Context: an optimization exercise on an open-source flow, tuned for small area, a short achievable clock period and few clock cycles. The choices shown serve that exercise and are no tape-out recipe.
In this exercise RTL edits were held to simulation tests only and were not proved equivalent to the original.
Power is estimated from default activity; no workload was simulated.

==> flow/design.v <==
module dz3_tile_scrambler (
    input  wire        clk,
    input  wire        rst_n,
    input  wire        cmd_valid,
    output reg         cmd_ready,
    input  wire        cmd_dir,
    input  wire [63:0] cmd_block,
    input  wire [63:0] cmd_page,
    input  wire [63:0] cmd_slot,
    input  wire        in_valid,
    output reg         in_ready,
    input  wire [63:0] in_data,
    output reg         out_valid,
    output reg  [63:0] out_data,
    output reg         res_valid,
    output reg         res_crc_ok
);
    localparam [31:0] RESIDUE = 32'hB798_B438;
    localparam [9:0]  BEAT_CMD = 10'd399;
    localparam [9:0]  BEAT_LAST = 10'd515;
    reg [63:0] p_sr, s_sr, b_sr;    
    reg [14:0] p_h;                 
    reg [8:0]  s_h;
    reg [4:0]  b_h;
    reg [3:0]  col_c;               
    reg        fa_c;                
    reg [6:0]  jc;                  
    reg        wrapped;
    reg        eng;                 
    reg        dir_n;               
    wire [4:0] col_sum = p_h[14] + p_h[12] + !p_h[8] + p_h[5] + !p_h[2] + !p_sr[0]
                       + s_h[8] + !s_h[3] + s_sr[0]
                       + b_h[4] + b_h[2] + b_h[1] + !b_sr[0]
                       + col_c;
    wire       s_bit  = col_sum[0] & (jc < 7'd64) & !wrapped;
    wire       a_lsb  = p_sr[41] & (wrapped | (jc >= 7'd23));
    wire       fa_sum = a_lsb ^ s_bit ^ fa_c;
    wire       fa_co  = (a_lsb & s_bit) | (a_lsb & fa_c) | (s_bit & fa_c);
    wire [22:0] seed  = p_sr[63:41];
    wire       seed_ok = eng & wrapped & (jc == 7'd46) & !fa_c;
    reg  [22:0] lfsr;
    reg         dir;
    reg  [9:0]  beat;
    reg  [63:0] plain_r;
    reg  [31:0] crc;
    reg         first1, last1, last2;
    function [86:0] prbs64;       
        input [22:0] s_in;
        reg   [22:0] s;
        reg   [63:0] ks;
        reg          o;
        integer i;
        begin
            s = s_in;
            for (i = 0; i < 64; i = i + 1) begin
                o = s[22] ^ s[17];
                s = {s[21:0], o};
                ks[i] = o;
            end
            prbs64 = {s, ks};
        end
    endfunction
    wire [86:0] step     = prbs64(lfsr);
    wire [63:0] result   = in_data ^ step[63:0];
    wire        adv      = in_valid & in_ready;
    wire        last     = (beat == BEAT_LAST);
    wire        take     = seed_ok & (!in_ready | (adv & last));
    wire        accept   = cmd_valid & cmd_ready;
    wire [31:0] crc_base = first1 ? 32'hFFFF_FFFF : crc;
    wire [63:0] cx = {plain_r[63:32], crc_base ^ plain_r[31:0]};
    wire [31:0] cy;
    wire [411:0] cg;
    assign cg[0] = cx[38] ^ cx[47];
    assign cg[1] = cx[14] ^ cx[18];
    assign cg[2] = cx[32] ^ cx[55];
    assign cg[3] = cx[1] ^ cx[12];
    assign cg[4] = cx[34] ^ cx[57];
    assign cg[5] = cx[33] ^ cx[52];
    assign cg[6] = cx[0] ^ cx[11];
    assign cg[7] = cx[15] ^ cx[27];
    assign cg[8] = cx[13] ^ cx[58];
    assign cg[9] = cx[25] ^ cx[31];
    assign cg[10] = cx[30] ^ cx[35];
    assign cg[11] = cx[23] ^ cx[29];
    assign cg[12] = cx[36] ^ cx[45];
    assign cg[13] = cx[53] ^ cx[54];
    assign cg[14] = cx[26] ^ cg[2];
    assign cg[15] = cx[39] ^ cx[48];
    assign cg[16] = cx[24] ^ cx[43];
    assign cg[17] = cx[28] ^ cg[0];
    assign cg[18] = cx[37] ^ cx[46];
    assign cg[19] = cx[40] ^ cx[49];
    assign cg[20] = cx[61] ^ cg[1];
    assign cg[21] = cx[16] ^ cx[63];
    assign cg[22] = cx[2] ^ cx[60];
    assign cg[23] = cx[41] ^ cx[62];
    assign cg[24] = cx[22] ^ cx[59];
    assign cg[25] = cx[17] ^ cx[42];
    assign cg[26] = cx[10] ^ cx[21];
    assign cg[27] = cx[44] ^ cg[9];
    assign cg[28] = cx[4] ^ cg[7];
    assign cg[29] = cx[5] ^ cx[51];
    assign cg[30] = cx[56] ^ cg[13];
    assign cg[31] = cx[3] ^ cx[50];
    assign cg[32] = cg[5] ^ cg[10];
    assign cg[33] = cx[7] ^ cg[19];
    assign cg[34] = cx[20] ^ cg[12];
    assign cg[35] = cx[8] ^ cg[16];
    assign cg[36] = cg[6] ^ cg[11];
    assign cg[37] = cg[8] ^ cg[22];
    assign cg[38] = cx[19] ^ cg[4];
    assign cg[39] = cx[6] ^ cg[15];
    assign cg[40] = cg[17] ^ cg[24];
    assign cg[41] = cg[18] ^ cg[26];
    assign cg[42] = cg[3] ^ cg[25];
    assign cg[43] = cx[9] ^ cg[28];
    assign cg[44] = cx[57] ^ cx[59];
    assign cg[45] = cg[23] ^ cg[27];
    assign cg[46] = cg[14] ^ cg[21];
    assign cg[47] = cx[3] ^ cg[20];
    assign cg[48] = cx[12] ^ cx[13];
    assign cg[49] = cx[16] ^ cg[29];
    assign cg[50] = cx[21] ^ cg[3];
    assign cg[51] = cx[55] ^ cx[63];
    assign cg[52] = cx[61] ^ cg[37];
    assign cg[53] = cx[31] ^ cx[50];
    assign cg[54] = cx[8] ^ cg[31];
    assign cg[55] = cx[18] ^ cg[34];
    assign cg[56] = cx[53] ^ cg[36];
    assign cg[57] = cx[15] ^ cg[33];
    assign cg[58] = cx[41] ^ cg[40];
    assign cg[59] = cg[13] ^ cg[49];
    assign cg[60] = cx[51] ^ cg[16];
    assign cg[61] = cg[23] ^ cg[44];
    assign cg[62] = cg[9] ^ cg[11];
    assign cg[63] = cg[14] ^ cg[30];
    assign cg[64] = cx[56] ^ cg[56];
    assign cg[65] = cx[40] ^ cg[46];
    assign cg[66] = cx[38] ^ cg[35];
    assign cg[67] = cx[13] ^ cg[32];
    assign cg[68] = cx[28] ^ cg[32];
    assign cg[69] = cx[24] ^ cx[39];
    assign cg[70] = cx[10] ^ cx[11];
    assign cg[71] = cx[37] ^ cx[58];
    assign cg[72] = cx[29] ^ cg[41];
    assign cg[73] = cx[42] ^ cx[60];
    assign cg[74] = cg[38] ^ cg[45];
    assign cg[75] = cx[34] ^ cg[1];
    assign cg[76] = cx[17] ^ cg[4];
    assign cg[77] = cx[44] ^ cg[39];
    assign cg[78] = cx[48] ^ cg[51];
    assign cg[79] = cx[0] ^ cx[4];
    assign cg[80] = cx[62] ^ cg[29];
    assign cg[81] = cx[1] ^ cg[21];
    assign cg[82] = cx[27] ^ cg[5];
    assign cg[83] = cg[62] ^ cg[70];
    assign cg[84] = cx[22] ^ cx[41];
    assign cg[85] = cx[26] ^ cg[0];
    assign cg[86] = cx[33] ^ cg[17];
    assign cg[87] = cx[55] ^ cg[58];
    assign cg[88] = cx[14] ^ cg[54];
    assign cg[89] = cx[10] ^ cg[27];
    assign cg[90] = cx[46] ^ cg[83];
    assign cg[91] = cx[9] ^ cx[60];
    assign cg[92] = cx[49] ^ cg[25];
    assign cg[93] = cx[25] ^ cg[77];
    assign cg[94] = cg[14] ^ cg[48];
    assign cg[95] = cx[19] ^ cg[43];
    assign cg[96] = cx[51] ^ cg[22];
    assign cg[97] = cx[9] ^ cg[74];
    assign cg[98] = cg[20] ^ cg[38];
    assign cg[99] = cx[43] ^ cx[56];
    assign cg[100] = cx[50] ^ cg[91];
    assign cg[101] = cx[16] ^ cg[6];
    assign cg[102] = cx[54] ^ cg[79];
    assign cg[103] = cx[30] ^ cg[18];
    assign cg[104] = cx[62] ^ cg[47];
    assign cg[105] = cg[30] ^ cg[60];
    assign cg[106] = cg[15] ^ cg[72];
    assign cg[107] = cg[45] ^ cg[81];
    assign cg[108] = cg[12] ^ cg[17];
    assign cg[109] = cx[23] ^ cg[41];
    assign cg[110] = cg[43] ^ cg[86];
    assign cg[111] = cx[35] ^ cg[20];
    assign cg[112] = cx[20] ^ cx[36];
    assign cg[113] = cg[42] ^ cg[64];
    assign cg[114] = cg[37] ^ cg[50];
    assign cg[115] = cx[45] ^ cg[10];
    assign cg[116] = cg[71] ^ cg[85];
    assign cg[117] = cg[31] ^ cg[43];
    assign cg[118] = cx[11] ^ cg[33];
    assign cg[119] = cg[35] ^ cg[48];
    assign cg[120] = cx[6] ^ cg[100];
    assign cg[121] = cg[53] ^ cg[59];
    assign cg[122] = cx[7] ^ cx[15];
    assign cg[123] = cx[61] ^ cg[66];
    assign cg[124] = cg[12] ^ cg[67];
    assign cg[125] = cg[18] ^ cg[34];
    assign cg[126] = cx[51] ^ cg[42];
    assign cg[127] = cx[38] ^ cg[15];
    assign cg[128] = cx[59] ^ cg[26];
    assign cg[129] = cx[44] ^ cg[68];
    assign cg[130] = cx[32] ^ cg[84];
    assign cg[131] = cg[69] ^ cg[120];
    assign cg[132] = cg[6] ^ cg[95];
    assign cg[133] = cx[12] ^ cg[8];
    assign cg[134] = cg[52] ^ cg[61];
    assign cg[135] = cg[39] ^ cg[90];
    assign cg[136] = cg[24] ^ cg[123];
    assign cg[137] = cg[8] ^ cg[80];
    assign cg[138] = cg[2] ^ cg[5];
    assign cg[139] = cx[49] ^ cg[129];
    assign cg[140] = cx[43] ^ cg[78];
    assign cg[141] = cg[50] ^ cg[55];
    assign cg[142] = cx[17] ^ cg[101];
    assign cg[143] = cg[89] ^ cg[131];
    assign cg[144] = cx[29] ^ cx[58];
    assign cg[145] = cx[63] ^ cg[96];
    assign cg[146] = cx[18] ^ cg[99];
    assign cg[147] = cg[19] ^ cg[23];
    assign cg[148] = cx[5] ^ cg[35];
    assign cg[149] = cg[36] ^ cg[116];
    assign cg[150] = cx[20] ^ cg[113];
    assign cg[151] = cx[36] ^ cg[106];
    assign cg[152] = cx[35] ^ cx[58];
    assign cg[153] = cg[53] ^ cg[127];
    assign cg[154] = cg[10] ^ cg[57];
    assign cg[155] = cx[5] ^ cg[82];
    assign cg[156] = cg[146] ^ cg[37];
    assign cg[157] = cg[38] ^ cg[142];
    assign cg[158] = cg[155] ^ cg[156];
    assign cg[159] = cg[157] ^ cg[158];
    assign cg[160] = cg[87] ^ cg[151];
    assign cg[161] = cg[159] ^ cg[160];
    assign cg[162] = cx[60] ^ cg[71];
    assign cg[163] = cg[10] ^ cg[19];
    assign cg[164] = cg[38] ^ cg[162];
    assign cg[165] = cg[163] ^ cg[77];
    assign cg[166] = cg[40] ^ cg[47];
    assign cg[167] = cg[164] ^ cg[165];
    assign cg[168] = cg[166] ^ cg[167];
    assign cg[169] = cg[150] ^ cg[168];
    assign cg[170] = cx[19] ^ cg[11];
    assign cg[171] = cg[16] ^ cg[102];
    assign cg[172] = cg[170] ^ cg[153];
    assign cg[173] = cg[171] ^ cg[134];
    assign cg[174] = cg[141] ^ cg[154];
    assign cg[175] = cg[172] ^ cg[173];
    assign cg[176] = cg[174] ^ cg[175];
    assign cg[177] = cx[19] ^ cx[21];
    assign cg[178] = cx[42] ^ cg[69];
    assign cg[179] = cg[112] ^ cg[2];
    assign cg[180] = cg[19] ^ cg[24];
    assign cg[181] = cg[29] ^ cg[177];
    assign cg[182] = cg[103] ^ cg[178];
    assign cg[183] = cg[179] ^ cg[180];
    assign cg[184] = cg[181] ^ cg[88];
    assign cg[185] = cg[52] ^ cg[182];
    assign cg[186] = cg[183] ^ cg[107];
    assign cg[187] = cg[184] ^ cg[185];
    assign cg[188] = cg[186] ^ cg[187];
    assign cg[189] = cx[28] ^ cx[42];
    assign cg[190] = cg[189] ^ cg[34];
    assign cg[191] = cg[98] ^ cg[137];
    assign cg[192] = cg[190] ^ cg[65];
    assign cg[193] = cg[117] ^ cg[191];
    assign cg[194] = cg[135] ^ cg[192];
    assign cg[195] = cg[193] ^ cg[194];
    assign cg[196] = cx[22] ^ cx[24];
    assign cg[197] = cx[38] ^ cx[62];
    assign cg[198] = cg[79] ^ cg[112];
    assign cg[199] = cg[1] ^ cg[4];
    assign cg[200] = cg[196] ^ cg[197];
    assign cg[201] = cg[39] ^ cg[198];
    assign cg[202] = cg[199] ^ cg[200];
    assign cg[203] = cg[94] ^ cg[145];
    assign cg[204] = cg[201] ^ cg[202];
    assign cg[205] = cg[154] ^ cg[203];
    assign cg[206] = cg[204] ^ cg[205];
    assign cg[207] = cx[1] ^ cg[22];
    assign cg[208] = cg[76] ^ cg[54];
    assign cg[209] = cg[207] ^ cg[111];
    assign cg[210] = cg[140] ^ cg[40];
    assign cg[211] = cg[57] ^ cg[208];
    assign cg[212] = cg[90] ^ cg[209];
    assign cg[213] = cg[210] ^ cg[211];
    assign cg[214] = cg[212] ^ cg[213];
    assign cg[215] = cg[76] ^ cg[80];
    assign cg[216] = cg[94] ^ cg[109];
    assign cg[217] = cg[215] ^ cg[117];
    assign cg[218] = cg[216] ^ cg[136];
    assign cg[219] = cg[139] ^ cg[217];
    assign cg[220] = cg[218] ^ cg[219];
    assign cg[221] = cx[4] ^ cx[22];
    assign cg[222] = cx[35] ^ cg[21];
    assign cg[223] = cg[221] ^ cg[75];
    assign cg[224] = cg[82] ^ cg[222];
    assign cg[225] = cg[108] ^ cg[137];
    assign cg[226] = cg[223] ^ cg[224];
    assign cg[227] = cg[64] ^ cg[225];
    assign cg[228] = cg[226] ^ cg[143];
    assign cg[229] = cg[227] ^ cg[228];
    assign cg[230] = cx[6] ^ cx[7];
    assign cg[231] = cx[23] ^ cx[25];
    assign cg[232] = cx[33] ^ cg[84];
    assign cg[233] = cg[0] ^ cg[7];
    assign cg[234] = cg[230] ^ cg[231];
    assign cg[235] = cg[115] ^ cg[20];
    assign cg[236] = cg[232] ^ cg[233];
    assign cg[237] = cg[234] ^ cg[105];
    assign cg[238] = cg[114] ^ cg[235];
    assign cg[239] = cg[236] ^ cg[65];
    assign cg[240] = cg[237] ^ cg[238];
    assign cg[241] = cg[239] ^ cg[240];
    assign cg[242] = cx[54] ^ cg[73];
    assign cg[243] = cg[122] ^ cg[26];
    assign cg[244] = cg[27] ^ cg[242];
    assign cg[245] = cg[243] ^ cg[148];
    assign cg[246] = cg[244] ^ cg[104];
    assign cg[247] = cg[149] ^ cg[245];
    assign cg[248] = cg[246] ^ cg[247];
    assign cg[249] = cx[30] ^ cx[45];
    assign cg[250] = cx[62] ^ cg[3];
    assign cg[251] = cg[249] ^ cg[250];
    assign cg[252] = cg[46] ^ cg[251];
    assign cg[253] = cg[93] ^ cg[252];
    assign cg[254] = cg[132] ^ cg[136];
    assign cg[255] = cg[253] ^ cg[254];
    assign cg[256] = cx[52] ^ cg[24];
    assign cg[257] = cg[33] ^ cg[256];
    assign cg[258] = cg[140] ^ cg[257];
    assign cg[259] = cg[141] ^ cg[149];
    assign cg[260] = cg[258] ^ cg[97];
    assign cg[261] = cg[259] ^ cg[260];
    assign cg[262] = cx[47] ^ cx[50];
    assign cg[263] = cg[4] ^ cg[262];
    assign cg[264] = cg[42] ^ cg[263];
    assign cg[265] = cg[148] ^ cg[46];
    assign cg[266] = cg[55] ^ cg[56];
    assign cg[267] = cg[264] ^ cg[265];
    assign cg[268] = cg[266] ^ cg[139];
    assign cg[269] = cg[267] ^ cg[268];
    assign cg[270] = cx[52] ^ cx[57];
    assign cg[271] = cg[3] ^ cg[6];
    assign cg[272] = cg[270] ^ cg[115];
    assign cg[273] = cg[271] ^ cg[59];
    assign cg[274] = cg[272] ^ cg[273];
    assign cg[275] = cg[87] ^ cg[143];
    assign cg[276] = cg[274] ^ cg[275];
    assign cg[277] = cx[7] ^ cx[40];
    assign cg[278] = cx[52] ^ cg[12];
    assign cg[279] = cg[277] ^ cg[278];
    assign cg[280] = cg[126] ^ cg[52];
    assign cg[281] = cg[63] ^ cg[279];
    assign cg[282] = cg[280] ^ cg[281];
    assign cg[283] = cg[135] ^ cg[282];
    assign cg[284] = cx[2] ^ cx[47];
    assign cg[285] = cg[284] ^ cg[82];
    assign cg[286] = cg[103] ^ cg[61];
    assign cg[287] = cg[118] ^ cg[119];
    assign cg[288] = cg[47] ^ cg[63];
    assign cg[289] = cg[285] ^ cg[286];
    assign cg[290] = cg[287] ^ cg[288];
    assign cg[291] = cg[289] ^ cg[290];
    assign cg[292] = cg[73] ^ cg[78];
    assign cg[293] = cg[133] ^ cg[30];
    assign cg[294] = cg[88] ^ cg[292];
    assign cg[295] = cg[293] ^ cg[74];
    assign cg[296] = cg[110] ^ cg[294];
    assign cg[297] = cg[295] ^ cg[296];
    assign cg[298] = cx[21] ^ cx[54];
    assign cg[299] = cg[5] ^ cg[298];
    assign cg[300] = cg[85] ^ cg[92];
    assign cg[301] = cg[130] ^ cg[299];
    assign cg[302] = cg[111] ^ cg[125];
    assign cg[303] = cg[145] ^ cg[300];
    assign cg[304] = cg[301] ^ cg[302];
    assign cg[305] = cg[303] ^ cg[132];
    assign cg[306] = cg[304] ^ cg[305];
    assign cg[307] = cx[15] ^ cg[31];
    assign cg[308] = cg[307] ^ cg[134];
    assign cg[309] = cg[308] ^ cg[150];
    assign cg[310] = cx[30] ^ cx[42];
    assign cg[311] = cg[21] ^ cg[44];
    assign cg[312] = cg[310] ^ cg[102];
    assign cg[313] = cg[60] ^ cg[311];
    assign cg[314] = cg[114] ^ cg[312];
    assign cg[315] = cg[313] ^ cg[104];
    assign cg[316] = cg[314] ^ cg[315];
    assign cg[317] = cx[56] ^ cg[4];
    assign cg[318] = cg[6] ^ cg[28];
    assign cg[319] = cg[317] ^ cg[86];
    assign cg[320] = cg[47] ^ cg[318];
    assign cg[321] = cg[107] ^ cg[319];
    assign cg[322] = cg[320] ^ cg[151];
    assign cg[323] = cg[321] ^ cg[322];
    assign cg[324] = cx[46] ^ cx[63];
    assign cg[325] = cg[73] ^ cg[3];
    assign cg[326] = cg[324] ^ cg[128];
    assign cg[327] = cg[14] ^ cg[146];
    assign cg[328] = cg[147] ^ cg[28];
    assign cg[329] = cg[325] ^ cg[326];
    assign cg[330] = cg[327] ^ cg[328];
    assign cg[331] = cg[124] ^ cg[329];
    assign cg[332] = cg[330] ^ cg[331];
    assign cg[333] = cx[44] ^ cx[52];
    assign cg[334] = cx[53] ^ cg[144];
    assign cg[335] = cg[25] ^ cg[51];
    assign cg[336] = cg[333] ^ cg[128];
    assign cg[337] = cg[20] ^ cg[334];
    assign cg[338] = cg[335] ^ cg[153];
    assign cg[339] = cg[336] ^ cg[337];
    assign cg[340] = cg[338] ^ cg[339];
    assign cg[341] = cx[0] ^ cx[2];
    assign cg[342] = cx[30] ^ cx[48];
    assign cg[343] = cg[7] ^ cg[8];
    assign cg[344] = cg[341] ^ cg[342];
    assign cg[345] = cg[76] ^ cg[138];
    assign cg[346] = cg[147] ^ cg[343];
    assign cg[347] = cg[344] ^ cg[72];
    assign cg[348] = cg[108] ^ cg[59];
    assign cg[349] = cg[345] ^ cg[346];
    assign cg[350] = cg[347] ^ cg[348];
    assign cg[351] = cg[349] ^ cg[350];
    assign cg[352] = cx[11] ^ cx[31];
    assign cg[353] = cg[144] ^ cg[18];
    assign cg[354] = cg[31] ^ cg[352];
    assign cg[355] = cg[75] ^ cg[81];
    assign cg[356] = cg[92] ^ cg[30];
    assign cg[357] = cg[32] ^ cg[39];
    assign cg[358] = cg[353] ^ cg[354];
    assign cg[359] = cg[355] ^ cg[356];
    assign cg[360] = cg[357] ^ cg[358];
    assign cg[361] = cg[359] ^ cg[360];
    assign cg[362] = cg[87] ^ cg[361];
    assign cg[363] = cx[42] ^ cg[130];
    assign cg[364] = cg[133] ^ cg[28];
    assign cg[365] = cg[68] ^ cg[109];
    assign cg[366] = cg[118] ^ cg[363];
    assign cg[367] = cg[364] ^ cg[121];
    assign cg[368] = cg[365] ^ cg[366];
    assign cg[369] = cg[367] ^ cg[368];
    assign cg[370] = cx[6] ^ cx[14];
    assign cg[371] = cx[34] ^ cx[36];
    assign cg[372] = cg[25] ^ cg[370];
    assign cg[373] = cg[371] ^ cg[138];
    assign cg[374] = cg[36] ^ cg[372];
    assign cg[375] = cg[119] ^ cg[373];
    assign cg[376] = cg[374] ^ cg[121];
    assign cg[377] = cg[58] ^ cg[375];
    assign cg[378] = cg[376] ^ cg[377];
    assign cg[379] = cx[37] ^ cg[91];
    assign cg[380] = cg[122] ^ cg[2];
    assign cg[381] = cg[11] ^ cg[75];
    assign cg[382] = cg[42] ^ cg[379];
    assign cg[383] = cg[380] ^ cg[67];
    assign cg[384] = cg[105] ^ cg[381];
    assign cg[385] = cg[382] ^ cg[93];
    assign cg[386] = cg[383] ^ cg[384];
    assign cg[387] = cg[385] ^ cg[386];
    assign cg[388] = cx[2] ^ cx[16];
    assign cg[389] = cx[26] ^ cx[55];
    assign cg[390] = cg[388] ^ cg[389];
    assign cg[391] = cg[30] ^ cg[390];
    assign cg[392] = cg[66] ^ cg[89];
    assign cg[393] = cg[98] ^ cg[57];
    assign cg[394] = cg[391] ^ cg[124];
    assign cg[395] = cg[392] ^ cg[393];
    assign cg[396] = cg[394] ^ cg[395];
    assign cg[397] = cx[39] ^ cg[7];
    assign cg[398] = cg[152] ^ cg[397];
    assign cg[399] = cg[88] ^ cg[125];
    assign cg[400] = cg[142] ^ cg[63];
    assign cg[401] = cg[398] ^ cg[399];
    assign cg[402] = cg[400] ^ cg[97];
    assign cg[403] = cg[401] ^ cg[402];
    assign cg[404] = cx[54] ^ cx[56];
    assign cg[405] = cg[152] ^ cg[44];
    assign cg[406] = cg[404] ^ cg[41];
    assign cg[407] = cg[405] ^ cg[126];
    assign cg[408] = cg[55] ^ cg[406];
    assign cg[409] = cg[65] ^ cg[110];
    assign cg[410] = cg[407] ^ cg[408];
    assign cg[411] = cg[409] ^ cg[410];
    assign cy[0] = cg[161];
    assign cy[1] = cg[169];
    assign cy[2] = cg[176];
    assign cy[3] = cg[188];
    assign cy[4] = cg[195];
    assign cy[5] = cg[206];
    assign cy[6] = cg[214];
    assign cy[7] = cg[220];
    assign cy[8] = cg[229];
    assign cy[9] = cg[241];
    assign cy[10] = cg[248];
    assign cy[11] = cg[255];
    assign cy[12] = cg[261];
    assign cy[13] = cg[269];
    assign cy[14] = cg[276];
    assign cy[15] = cg[283];
    assign cy[16] = cg[291];
    assign cy[17] = cg[297];
    assign cy[18] = cg[306];
    assign cy[19] = cg[309];
    assign cy[20] = cg[316];
    assign cy[21] = cg[323];
    assign cy[22] = cg[332];
    assign cy[23] = cg[340];
    assign cy[24] = cg[351];
    assign cy[25] = cg[362];
    assign cy[26] = cg[369];
    assign cy[27] = cg[378];
    assign cy[28] = cg[387];
    assign cy[29] = cg[396];
    assign cy[30] = cg[403];
    assign cy[31] = cg[411];
    reg         in_ready_n, eng_n;
    reg  [9:0]  beat_n;
    always @(*) begin
        in_ready_n = in_ready;
        if (take)
            in_ready_n = 1'b1;
        else if (adv & last)
            in_ready_n = 1'b0;
        eng_n = eng;
        if (accept)
            eng_n = 1'b1;
        else if (take)
            eng_n = 1'b0;
        beat_n = beat;
        if (take)
            beat_n = 10'd0;
        else if (adv)
            beat_n = beat + 10'd1;
    end
    always @(posedge clk) begin
        if (!rst_n) begin
            cmd_ready <= 1'b1;
            in_ready  <= 1'b0;
            eng       <= 1'b0;
            out_valid <= 1'b0;
            first1    <= 1'b0;
            last1     <= 1'b0;
            last2     <= 1'b0;
            res_valid <= 1'b0;
        end else begin
            cmd_ready <= !eng_n & (!in_ready_n | (beat_n >= BEAT_CMD));
            in_ready  <= in_ready_n;
            eng       <= eng_n;
            out_valid <= adv;
            first1    <= adv & (beat == 10'd0);
            last1     <= adv & last;
            last2     <= last1;
            res_valid <= last2;
        end
    end
    always @(posedge clk) begin
        if (accept) begin
            p_sr    <= cmd_page;
            s_sr    <= cmd_slot;
            b_sr    <= cmd_block;
            p_h     <= 15'd0;
            s_h     <= 9'd0;
            b_h     <= 5'd0;
            col_c   <= 4'd5;
            fa_c    <= 1'b1;
            jc      <= 7'd0;
            wrapped <= 1'b0;
            dir_n   <= cmd_dir;
        end else begin
            p_sr    <= {fa_sum, p_sr[63:1]};
            s_sr    <= {1'b0, s_sr[63:1]};
            b_sr    <= {1'b0, b_sr[63:1]};
            p_h     <= {p_h[13:0], p_sr[0]};
            s_h     <= {s_h[7:0], s_sr[0]};
            b_h     <= {b_h[3:0], b_sr[0]};
            col_c   <= col_sum[4:1];
            fa_c    <= fa_co;
            if (jc == 7'd68) begin
                jc      <= 7'd46;
                wrapped <= 1'b1;
            end else begin
                jc      <= jc + 7'd1;
            end
        end
        if (take) begin
            lfsr <= seed;
            dir  <= dir_n;
        end else if (adv) begin
            lfsr <= step[86:64];
        end
        beat     <= beat_n;
        out_data <= result;
        plain_r  <= dir ? result : in_data;
        if (out_valid)
            crc <= cy;
        res_crc_ok <= (crc == RESIDUE);
    end
endmodule
==> flow/run.sh <==
#!/bin/bash
# synth_recipe.tcl (not shown) runs the flow's synth.tcl, then flattens the netlist and writes it again
# the make line also repeats each setting of config.mk as NAME=value (left out here)
make -C /OpenROAD-flow-scripts/flow DESIGN_CONFIG=/design/flow/config.mk WORK_HOME=/design/flow/orfs CLKGATE_MAP_FILE= SYNTH_SCRIPT=/design/flow/synth_recipe.tcl finish
==> flow/config.mk <==
export PLATFORM = sky130hd
export DESIGN_NAME = dz3_tile_scrambler
export DESIGN_NICKNAME = dz3_tile_scrambler
export VERILOG_FILES = /design/flow/design.v
export SDC_FILE = /design/flow/constraint.sdc
export NUM_CORES = 4
export LEC_CHECK = 0
export CAP_MARGIN = 20
export CORE_MARGIN = 2
export CORE_UTILIZATION = 30
export PLACE_DENSITY = 0.5
export SLEW_MARGIN = 20
==> flow/constraint.sdc <==
create_clock -name core_clock -period 10.0 [get_ports {clk}]
set_input_delay 2.0000 -clock core_clock [delete_from_list [all_inputs] [get_ports {clk}]]
set_output_delay 2.0000 -clock core_clock [all_outputs]
set_load 0.01 [all_outputs]
==> summary.txt <==
state kept, by name, summed over array words and instances, names as in the netlist, 4 cells and up:
| register | flops |
|---|---|
| s_h | 9 |
| plain_r | 64 |
| lfsr | 23 |
| b_sr | 64 |
| p_sr | 64 |
| b_h | 5 |
| beat | 10 |
| p_h | 15 |
| jc | 7 |
| s_sr | 64 |
| crc | 32 |
| out_data | 64 |
| col_c | 4 |
layout make-up:
cell class	count	share of cell area [%]
Multi-Input combinational cell	1575	41.36
Clock inverter	16	0.7354
Timing Repair Buffer	338	12.61
Antenna cell	2	0.01874
Inverter	27	0.3981
Tap cell	931	4.361
Clock buffer	77	5.555
Sequential cell	438	34.96
metal layers:
metal  track usage, %  share of wire (%)  vias to the layer above
li1                 -                  -                     7189
met1            22.02                 40                     6857
met2            32.40                 49                      426
met3            5.121                7.3                      127
met4            7.610                4.3                       12
met5                0               0.12                        -
worst max-delay path by stage:
stage	from	slack (ns)	endpoint	cells after the start
5_1_grt	in_valid	5.40	lfsr[3]$_DFFE_PP_	5
6_report	in_valid	5.59	lfsr[4]$_DFFE_PP_	5
2_1_floorplan	in_valid	5.97	lfsr[0]$_DFFE_PP_	6
4_1_cts	in_valid	5.59	lfsr[13]$_DFFE_PP_	5
3_3_place_gp	in_valid	5.04	lfsr[12]$_DFFE_PP_	5
3_5_place_dp	in_valid	4.94	lfsr[12]$_DFFE_PP_	5
cell families after synthesis:
logic type | share of synthesized area, %
multiplexers | 0.3726
XOR/XNOR | 33.33
adder cells (fa/ha/maj) | 1.743
buffers and inverters | 2.151
AND/OR/NAND/NOR | 16.84
flip-flops | 44.86
AO/OA/AOI/OAI | 0.7032
placed cells by master (no fill, tap or decap), types with 3 or more instances in the layout:
cell type and count:
nand4b_1 4, fa_1 10, nor2_1 145, xor2_2 4, clkbuf_8 11, dfxtp_1 381, xor2_1 144, nand4_1 4
ha_1 13, inv_1 26, clkbuf_1 15, a21oi_1 10, edfxtp_1 57, xnor3_2 4, clkinv_2 9, xor3_1 6
nand3_1 7, nor4_1 3, nand2_1 649, xnor3_1 68, nand2b_1 12, clkdlybuf4s50_1 329, buf_4 7, and2_1 26
mux2_2 6, nor4b_1 3, and3_1 4, xnor2_1 408, clkbuf_16 51, xnor2_2 15
where the power goes:
group	total [mW]	switching (mW)	internal, mW
logic	1.58	0.726	0.856
clock network	1.84	0.760	1.08
registers	2.11	0.0911	2.02
cells in the mapped netlist (4+ instances only):
cell type,instances
edfxtp_1,57
nand3_1,7
and2_1,26
nand4b_1,4
xnor3_2,4
dfxtp_1,381
xnor2_1,408
ha_1,13
xnor2_2,15
nand2b_1,12
xnor3_1,68
and3_1,4
clkbuf_1,73
xor3_1,6
a21oi_1,10
buf_2,6
xor2_1,144
nor2_1,145
mux2_2,6
xor2_2,4
inv_1,26
nand2_1,650
fa_1,10
nand4_1,4
worst reg2reg max path: cells and delay by family, from the launching register on:
kind	cells	cell delay, ns
adders and majority gates	6	2.63
DFF	1	0.31
buffers and inverters	4	0.27
AOI/OAI and AO/OA	2	0.17
xor gates and xnor gates	1	0.15
and+or+nand+nor	1	0.05
metrics by stage:
step                      util, %  power (mW)  cells
final                       38.88       5.534   3404
after global routing        38.87       5.813   3402
after CTS                   38.86       5.607   3402
after detailed placement    36.41       3.729   3309
after global placement      36.41       3.718   3309
after floorplan                 -       3.260   2126
==> impl_results.md <==
- Seq cells post-synth: 438
- Share of flip-flops with an asynchronous set or reset: 0%
- Finished Cell Area: 26710 um2
- Critical R2R Capture: col_c[3]$_SDFF_PP0_
- Clk_skew: 0.03962 ns
- Routed vias: 14611
- Crit-path leading delay family: simple AND/OR/NAND/NOR gates
- Initial DRC count: 827
- Clk root buf: clkbuf_16
- VDD IR max: 0.0001216 V
- Synthesized area per cell: 9.792 um2
- Hold Path Class: flop to flop
- HP Start: p_sr[4]$_DFF_P_
- Period utilization: 44.12%
- Worst Path Required: 10.22 ns
- Vias/cell: 4.292
- Core Area: 68710 um2
- IO Port Bufs: 329
- Post-CTS Hold Buffers: 0
- Ys Warns: 1
- Clk sinks: 438
- Leakage power total: 11.38 nW
- Pre-CTS WS: 4.945 ns
- First-pass GRT wire length: 98080 um
- Final WL: 67340 um
- RR Startpoint: s_sr[0]$_DFF_P_
- RSZ-0062 raised after global routing: no
- Initial Utilization: 30.30%
- Die Span X: 267.4 um
- Post-CTS Resized: 0
- Synth area leader: dfxtp_1
- Post-synthesis sequential area ratio: 44.86%
- Final Hold Viols: 0
- Initial antenna violation count: 7
- Reg area: 9339 um2
- Post-CTS setup buffer count: 0
- Placed cell area: 25020 um2
- Worst Reg-to-Reg Cells: 14
- Final GP Congestion: 0.9702
- Vias in the first global route: 15180
- Max Clk Rate: 226.7 MHz
- Kind of end point of the critical path: flop
- Total grt overflow: 0
- Final min period: 4.412 ns
- Fin worst setup slack: 5.588 ns
- Synth top area share: 36.64%
- Die ar.: 71520 um2
- Startpoint Class: input pin
- Slew @ Worst Pin: 1.098 ns
- Crit-path cells: clkdlybuf4s50_1 -> and3_1 -> nand4_1 -> a2111o_1 -> nand2_1
- Synthesized cell area: 20820 um2
- Total GRT Usage: 18.79%
- I/O pins: 330
- Worst-path clk slew: 0.06 ns
- CTS H-tree lvls: 2
- Max-slew headroom: 26.27%
- Clk latency of the worst-skew pair: 0.61 ns
- Hpwl dp: 53310 um
- Worst Hold Depth: 2
- Filler instances: 6889
- Worst hold endpoint: p_sr[3]$_DFF_P_
- Worst Path Buf+Inv: 1
- Largest net degree at the start of global routing: 118
- Max-cap violations: 0
- DR DRC count: 0
- Unique masters post-synth: 53
- # setup viols final: 0
- Status: complete, no violations
- Post-synth EDFFs: 57
- Gate Count Post-Synth: 2126
- Multi-input logic area: 11050 um2
- Net Count, Synth: 2410
- TritonCTS Buffers: 50
- First drt pass iteration count: 5
- Routed Antenna Nets: 0
- Largest stage delay on the critical path: 0.85 ns
- WL/cell: 19.78 um
- Setup_tns: 0 ns
- Worst-path fanout max: 26
- CP max-delay cell: nand2_1
- Crit Path Class: input pin to flop
- Power per cell area: 207.2 nW/um2
- Clock buffer depth: 3
- Area grow syn2layout: 28.31%
- Chip Height: 267.4 um
- Layout cell share with drive strength beyond 1: 4.978%
- Final Slew Violations: 0
- CTS tree: yes
- Main synth FF type: dfxtp_1
- Nets: 2714
- Arrival @ worst endpoint: 4.63 ns
- Rows: 96
- Worst R2R Setup Slack: 6.29 ns
- Worst hold margin: 0.4156 ns
- Synth area leaders: dfxtp_1 (37%), xnor2_1 (17%), nand2_1 (12%), edfxtp_1 (8.2%), xnor3_1 (7.4%)
Testbench counts, summed over its fixed seeds: cycles 66,640.

-- re-timing with driven ports --
The results above use ideal ports. As a check the final layout listed here was re-extracted and re-timed, cells and wires unchanged. Step 1: set_driving_cell puts a clkbuf_16 on clk and a buf_2 on each other input, an assumption about the parent block. Step 2 also shifts input and output timing later by t, the mid clock arrival at the registers, as if the neighbouring blocks saw the same clock. Slacks: ideal ports / drivers / drivers and shift; pairs: ideal ports / drivers.
shift t [ns]: 0.651
setup WS [ns]: 5.588 / 5.613 / 4.962
pins driven straight from the clock port: 1
After both steps this run still meets setup and hold. For this run, drivers alone change the setup slack by +0.025 ns; drivers and shift together by -0.626 ns.
